Context: an optimization exercise on an open-source flow, tuned for small area and few clock cycles per item. The choices shown serve that exercise and are no tape-out recipe.
Only simulation tests tie the RTL to the original design; equivalence was not proved.
Power figures rest on the tool's default switching activity, not on a simulated workload.

== run A ==
## k64_atomic
module k64_atomic (
    input  wire         clk,
    input  wire         rst,
    input  wire         in_valid,
    output wire         in_ready,
    input  wire [7:0]   in_aop,
    input  wire [3:0]   in_atype,
    input  wire [127:0] in_old,
    input  wire [127:0] in_operand,
    input  wire [127:0] in_compare,
    output reg          out_valid,
    input  wire         out_ready,
    output reg  [127:0] out_result,
    output reg          out_bad
);
Size in the first run: about 4000 cells after synthesis, ~530 I/O pins, about 0.025 sq mm of cells after synthesis.
export LEC_CHECK = 0
export ABC_AREA = 1
export CAP_MARGIN = 20
export CORE_MARGIN = 2
export CORE_UTILIZATION = 36
export GPL_TIMING_DRIVEN = 0
export PLACE_DENSITY = 0.5
export SETUP_SLACK_MARGIN = 0.5
export SLEW_MARGIN = 20
create_clock -name core_clock -period 30.0 [get_ports {clk}]
standard.sh (not shown) runs the stock make flow with config.mk's settings and CLKGATE_MAP_FILE= SYNTH_SCRIPT=/design/flow/synth_recipe.tcl, a recipe that flattens the netlist after the stock synthesis.
==> flow/flow/run.sh <==
#!/bin/bash
# The standard layout (standard.sh) with two changes:
#  1. after the standard synthesis, the combinational logic is re-mapped by
#     ABC with an area-oriented script (flow/area.abc); every register
#     instance of the standard synthesis is kept as it is (same names, same
#     cells), and the don't-use cells of the standard synthesis stay barred;
#  2. the port buffers use the smallest buffer cell (buf_1);
#  3. after global routing, gates on paths with positive slack are
#     downsized (ORFS's RECOVER_POWER step), as timing allows.
# Floorplan, power grid, placement, CTS and routing are the standard ones.
set -euo pipefail
HERE=$(pwd)
FLOWDIR=$HERE/flow
R=$HERE/orfs/results/$FLOW_PLATFORM/k64_atomic/base
L=$HERE/orfs/logs/$FLOW_PLATFORM/k64_atomic/base
LIB=$FLOW_HOME/platforms/$FLOW_PLATFORM/lib/sky130_fd_sc_hd__tt_025C_1v80.lib
YOSYS=$FLOW_HOME/../tools/install/yosys/bin/yosys
[[ -x $YOSYS ]] || YOSYS=yosys

export BUFFER_PORTS_ARGS="-buffer_cell sky130_fd_sc_hd__buf_1"
export RECOVER_POWER=100

# 1. standard synthesis
bash standard.sh synth > standard_synth.log 2>&1
cp -p $R/1_2_yosys.v $HERE/standard_netlist.v

# 2. re-map the combinational logic
DU=$(grep -o -- "-dont_use [^ ]*" $L/1_2_yosys.log | sort -u | tr '\n' ' ')
KEEP=$(grep -oE "^ *sky130_fd_sc_hd__[a-z0-9_]+ " $HERE/standard_netlist.v | sort -u | \
       grep -E "__(e?df|sdf|dl|conb)" | tr -d ' ' | tr '\n' ' ')
printf 'set_driving_cell sky130_fd_sc_hd__buf_1\nset_load 3.9\n' > $HERE/abc.constr
{
  echo "read_liberty -ignore_miss_func $LIB"
  echo "read_verilog $HERE/standard_netlist.v"
  echo "hierarchy -top $FLOW_TOP"
  for c in $KEEP; do echo "setattr -mod -set keep_hierarchy 1 $c"; done
  echo "flatten"
  echo "opt_clean -purge"
  echo "abc -script $FLOWDIR/area.abc -liberty $LIB $DU -constr $HERE/abc.constr"
  echo "opt_clean -purge"
  echo "hilomap -singleton -hicell sky130_fd_sc_hd__conb_1 HI -locell sky130_fd_sc_hd__conb_1 LO"
  for c in $KEEP; do echo "blackbox $c"; done
  echo "splitnets"
  echo "opt_clean -purge"
  echo "tee -o $HERE/remap_stat.txt stat -liberty $LIB"
  echo "write_verilog -noattr -noexpr -nohex -nodec $HERE/remapped.v"
} > $HERE/remap.ys
$YOSYS -s $HERE/remap.ys > remap.log 2>&1

# the registers must be the standard synthesis's
diff <(grep -oE "^ *sky130_fd_sc_hd__(e?df|sdf|dl)[a-z0-9_]* +\S+" $HERE/standard_netlist.v | sed 's/_[0-9]* / /' | sort) \
     <(grep -oE "^ *sky130_fd_sc_hd__(e?df|sdf|dl)[a-z0-9_]* +\S+" $HERE/remapped.v | sed 's/_[0-9]* / /' | sort) > regs.diff

cp $HERE/remapped.v $R/1_2_yosys.v
rm -f $R/1_synth.odb $R/1_synth.sdc

# 3. the rest of the standard flow
bash standard.sh > standard.log 2>&1
==> flow/flow/area.abc <==
strash
&get -n
&st
&synch2
&if -a -K 6
&mfs
&st
&synch2
&if -a -K 6
&mfs
&st
&dch -f
&nf -a
&put
topo
stime -c
The layout from run A, despite a flow that completed every stage, fails the layout checks, with the failing checks listed as max-capacitance violations, max-slew violations.
Testbench counts of run A, summed over its fixed seeds: cycles 24,008, items 24,000.
diff inputs: run A => run B
Settings: a change of CORE_UTILIZATION from 36 to 33; a change of PLACE_DENSITY from 0.5 to 0.45.
-- flow/flow/run.sh --
<<< run A, line 5
#     instance of the standard synthesis is kept as it is (same names, same
#     cells), and the don't-use cells of the standard synthesis stay barred;
#  2. the port buffers use the smallest buffer cell (buf_1);
#  3. after global routing, gates on paths with positive slack are
#     downsized (ORFS's RECOVER_POWER step), as timing allows.
# Floorplan, power grid, placement, CTS and routing are the standard ones.
set -euo pipefail
>>> run B, line 5
#     instance of the standard synthesis is kept as it is (same names, same
#     cells), and the don't-use cells of the standard synthesis stay barred;
#  2. the port buffers use the smallest buffer cell (buf_1).
# Floorplan, power grid, placement, CTS and routing are the standard ones.
set -euo pipefail
<<< run A, line 19

export BUFFER_PORTS_ARGS="-buffer_cell sky130_fd_sc_hd__buf_1"
export RECOVER_POWER=100

# 1. standard synthesis
>>> run B, line 17

export BUFFER_PORTS_ARGS="-buffer_cell sky130_fd_sc_hd__buf_1"

# 1. standard synthesis
==> flow/flow/area.abc <==
strash
&get -n
&st
&synch2
&if -a -K 6
&mfs
&st
&dch -f
&nf -a
&put
topo
stime -c
Notes after the runs:
Having completed the whole flow, run B delivered a layout that passed the timing, DRC and antenna checks. Cell area after technology mapping for run B: 290 sq um up relative to run A. Higher via count goes to run A over run B. Run B — number of non-clock inverters in the layout 2.6% lower, run A as reference. Between run A and run B, number of buffers other than clock buffers in the final layout is higher for run A, run B comes in under that. The setup slack of run B is larger than that of run A. A most common library cell in the layout ignoring fill and taps of nand2_1 is what run A shows, while buf_1 belongs to run B. The maximum number of pins on one net before global-route repair reported for run B is smaller than that of run A by 34%. Run B reports its start point of the critical path as in_aop[5] while run A reports in_old[57]. Buffer count from post-CTS setup fixing in run B is 4 lower than in run A. Lower die area goes to run A over run B. Against run A, run B reports a final cycle utilization of the critical path that is lower. The core of run B is less densely filled than that of run A.
diff inputs: run B => run C
Settings: SETUP_SLACK_MARGIN now 0.2, was 0.5; CAP_MARGIN now 10, was 20; PLACE_DENSITY now 0.55, was 0.45; CORE_UTILIZATION now 40, was 33; SLEW_MARGIN now 10, was 20.
-- flow/flow/area.abc --
<<< run B, line 1
strash
&get -n
&st
&synch2
>>> run C, line 1
strash
&get -n
&st
&synch2
&if -a -K 6
&mfs
&st
&synch2
--- outcome ---
- Run C -> stages 100% | layout checks FAIL | max-capacitance violations, max-slew violations
- Design area: run C vs run B down about 2.3%
- Run B has lower global-route usage over all layers than run C.
- Going from run B to run C, the area added between synthesis and finish was found to have gone down by 1.5 points.
- Final wirelength for run C is lower than for run B.
- Between run C and run B, it is run C whose required arrival time at the worst endpoint is higher, by 60 ps.
- The run showing the greater max-capacitance violation count is run C.
- Run C falls short of run B in worst setup slack.
- Final critical path time including I/O delays and setup in run C is 270 ps above run B.
- Run C vs. run B: wire length of the first global-routing pass shows a reduction of 1.0%, share of total power consumed by net switching down 0.96 points, total of plain and repair buffers excluding clock buffers decreased by about 1% relative to the old numbers.
The inputs of run D differ from those of run C as listed below.
Settings: CORE_UTILIZATION changed from 40 to 36; PLACE_DENSITY changed from 0.55 to 0.5; SETUP_SLACK_MARGIN changed from 0.2 to 0.5; CAP_MARGIN changed from 10 to 20; SLEW_MARGIN changed from 10 to 20.
Findings:
- The flow did not stop early for run D: all stages ran, and the layout cleared the timing, DRC and antenna checks.
- Max max-slew violation total from the final report across run C and run D: run C
- Switching power as a share of total power is higher on run C
- The core of run D is less densely filled than that of run C.
- Run D against run C: fmax shows an increase of about 1.1%; final net count did not really move; fraction of power consumed by the clock network went up.
--- input diff run D..run E ---
Settings: PLACE_DENSITY changed from 0.5 to 0.65; SETUP_SLACK_MARGIN changed from 0.5 to 0.2; ABC_AREA removed (was 1); CORE_UTILIZATION changed from 36 to 55.
==> comparison <==
- What ended run E was a tool error in global routing (5_1_grt); the run never finished.
- From run D to run E the numbers moved as follows: estimated wirelength of the detail-placed design went up by 2.7%; post-CTS setup-driven buffer insertion count went down by 4; standard cell area after detailed placement went up by 2.6%; floorplan row count went down by about 18%.
- Post-synthesis instance area of run E exceeds that of run D by a few percent.
- Run E against run D; synthesized cell count is up by a few percent.
- Of run D and run E, the higher initial core utilization belongs to run E.

---

Setup of job 4304:
Starting RTL as in the previous note.
clock: 30.0 ns
lec_check: 0
abc_area: 1
cap_margin: 20
core_margin: 2
core_utilization: 36
gpl_timing_driven: 0
place_density: 0.62
setup_slack_margin: 0.25
slew_margin: 20
==> flow/flow/run.sh <==
#!/bin/bash
# The standard layout (standard.sh) with two changes:
#  1. after the standard synthesis, the combinational logic is re-mapped by
#     ABC with an area-oriented script (flow/area.abc); every register
#     instance of the standard synthesis is kept as it is (same names, same
#     cells), and the don't-use cells of the standard synthesis stay barred;
#  2. the port buffers use the smallest buffer cell (buf_1).
# Floorplan, power grid, placement, CTS and routing are the standard ones.
set -euo pipefail
HERE=$(pwd)
FLOWDIR=$HERE/flow
R=$HERE/orfs/results/$FLOW_PLATFORM/k64_atomic/base
L=$HERE/orfs/logs/$FLOW_PLATFORM/k64_atomic/base
LIB=$FLOW_HOME/platforms/$FLOW_PLATFORM/lib/sky130_fd_sc_hd__tt_025C_1v80.lib
YOSYS=$FLOW_HOME/../tools/install/yosys/bin/yosys
[[ -x $YOSYS ]] || YOSYS=yosys

export BUFFER_PORTS_ARGS="-buffer_cell sky130_fd_sc_hd__buf_1"

# 1. standard synthesis
bash standard.sh synth > standard_synth.log 2>&1
cp -p $R/1_2_yosys.v $HERE/standard_netlist.v

# 2. re-map the combinational logic
DU=$(grep -o -- "-dont_use [^ ]*" $L/1_2_yosys.log | sort -u | tr '\n' ' ')
KEEP=$(grep -oE "^ *sky130_fd_sc_hd__[a-z0-9_]+ " $HERE/standard_netlist.v | sort -u | \
       grep -E "__(e?df|sdf|dl|conb)" | tr -d ' ' | tr '\n' ' ')
printf 'set_driving_cell sky130_fd_sc_hd__buf_1\nset_load 3.9\n' > $HERE/abc.constr
{
  echo "read_liberty -ignore_miss_func $LIB"
  echo "read_verilog $HERE/standard_netlist.v"
  echo "hierarchy -top $FLOW_TOP"
  for c in $KEEP; do echo "setattr -mod -set keep_hierarchy 1 $c"; done
  echo "flatten"
  echo "opt_clean -purge"
  echo "abc -script $FLOWDIR/area.abc -liberty $LIB $DU -constr $HERE/abc.constr"
  echo "opt_clean -purge"
  echo "hilomap -singleton -hicell sky130_fd_sc_hd__conb_1 HI -locell sky130_fd_sc_hd__conb_1 LO"
  for c in $KEEP; do echo "blackbox $c"; done
  echo "splitnets"
  echo "opt_clean -purge"
  echo "tee -o $HERE/remap_stat.txt stat -liberty $LIB"
  echo "write_verilog -noattr -noexpr -nohex -nodec $HERE/remapped.v"
} > $HERE/remap.ys
$YOSYS -s $HERE/remap.ys > remap.log 2>&1

# the registers must be the standard synthesis's
diff <(grep -oE "^ *sky130_fd_sc_hd__(e?df|sdf|dl)[a-z0-9_]* +\S+" $HERE/standard_netlist.v | sed 's/_[0-9]* / /' | sort) \
     <(grep -oE "^ *sky130_fd_sc_hd__(e?df|sdf|dl)[a-z0-9_]* +\S+" $HERE/remapped.v | sed 's/_[0-9]* / /' | sort) > regs.diff

cp $HERE/remapped.v $R/1_2_yosys.v
rm -f $R/1_synth.odb $R/1_synth.sdc

# 3. the rest of the standard flow
bash standard.sh > standard.log 2>&1
Other scripts of this flow, unchanged in this note and not shown: flow/flow/area.abc
Testbench counts of job 4304, summed over its fixed seeds: cycles 24,008, items 24,000.
Inputs modified between job 4304 and job 6640:
Settings: SETUP_SLACK_MARGIN changed from 0.25 to 0.5.
==> comparison <==
- Delta (job 6640 minus job 4304): multi-input logic area now sits at about the same level, total net switching power has remained practically unchanged.
- Between job 4304 and job 6640, the via count does not differ in any meaningful way.
- For routed wire length, job 6640 and job 4304 come out practically identical.
- Job 6640 has more setup slack than job 4304.
- Diff job 6640..job 4304 | wire length per cell after detailed routing | negligible
- Final design area excluding fillers delta (job 4304 -> job 6640): insignificant
#### Input delta (job 1985 over job 6640)
Settings: changing PLACE_DENSITY from 0.62 to 0.5.
-- flow/flow/run.sh --
<<< job 6640, line 1
#!/bin/bash
# The standard layout (standard.sh) with two changes:
#  1. after the standard synthesis, the combinational logic is re-mapped by
>>> job 1985, line 1
#!/bin/bash
# The standard layout (standard.sh) with three changes:
#  1. after the standard synthesis, the combinational logic is re-mapped by
<<< job 6640, line 6
#     cells), and the don't-use cells of the standard synthesis stay barred;
#  2. the port buffers use the smallest buffer cell (buf_1).
# Floorplan, power grid, placement, CTS and routing are the standard ones.
>>> job 1985, line 6
#     cells), and the don't-use cells of the standard synthesis stay barred;
#  2. the port buffers use the smallest buffer cell (buf_1);
#  3. the two largest plain buffers (buf_12, buf_16) are kept out of the
#     resizer's repairs, which then use chains of smaller buffers.
# Floorplan, power grid, placement, CTS and routing are the standard ones.
<<< job 6640, line 18
export BUFFER_PORTS_ARGS="-buffer_cell sky130_fd_sc_hd__buf_1"

>>> job 1985, line 20
export BUFFER_PORTS_ARGS="-buffer_cell sky130_fd_sc_hd__buf_1"
# the platform's config.mk appends its own don't-use cells to this list
export DONT_USE_CELLS="sky130_fd_sc_hd__buf_12 sky130_fd_sc_hd__buf_16"

- There was hardly any difference in footprint of the multi-input gates between job 1985 and job 6640.
- When job 1985 is set beside job 6640, its fmax turns out to be 0.78% larger.
- Sequential cell count: job 1985 vs job 6640, no meaningful difference

## separate check: timing with driven ports
The results above use ideal ports. As a check the final layouts listed here were re-extracted and re-timed, cells and wires unchanged. Step 1, drivers: a clkbuf_16 drives clk and a buf_2 each remaining input, both assumed. Step 2 times the ports against the registers' clock, not the clock port: input delays grow and output delays shrink by t, the midpoint of the rising clock arrivals with the driver on. a / b / c = no drivers / after step 1 / after step 2; a / b = the first two.
| run | shift t [ns] | setup WS [ns] | cell pins on the clock port's net |
|---|---|---|---|
| run A | 0.581 | 1.023 / 1.067 / 0.486 | 1 |
| run B | 0.550 | 1.272 / 1.305 / 0.755 | 1 |
| run C | 0.554 | 1.004 / 0.970 / 0.416 | 1 |
| run D | 0.580 | 1.324 / 1.371 / 0.791 | 1 |
| job 4304 | 0.548 | 1.004 / 1.042 / 0.494 | 1 |
| job 6640 | 0.544 | 1.099 / 1.134 / 0.590 | 1 |
| job 1985 | 0.580 | 1.324 / 1.371 / 0.791 | 1 |
The setup slack of run C, which loses most, moves by -0.034 ns with the drivers and by -0.588 ns with both steps.
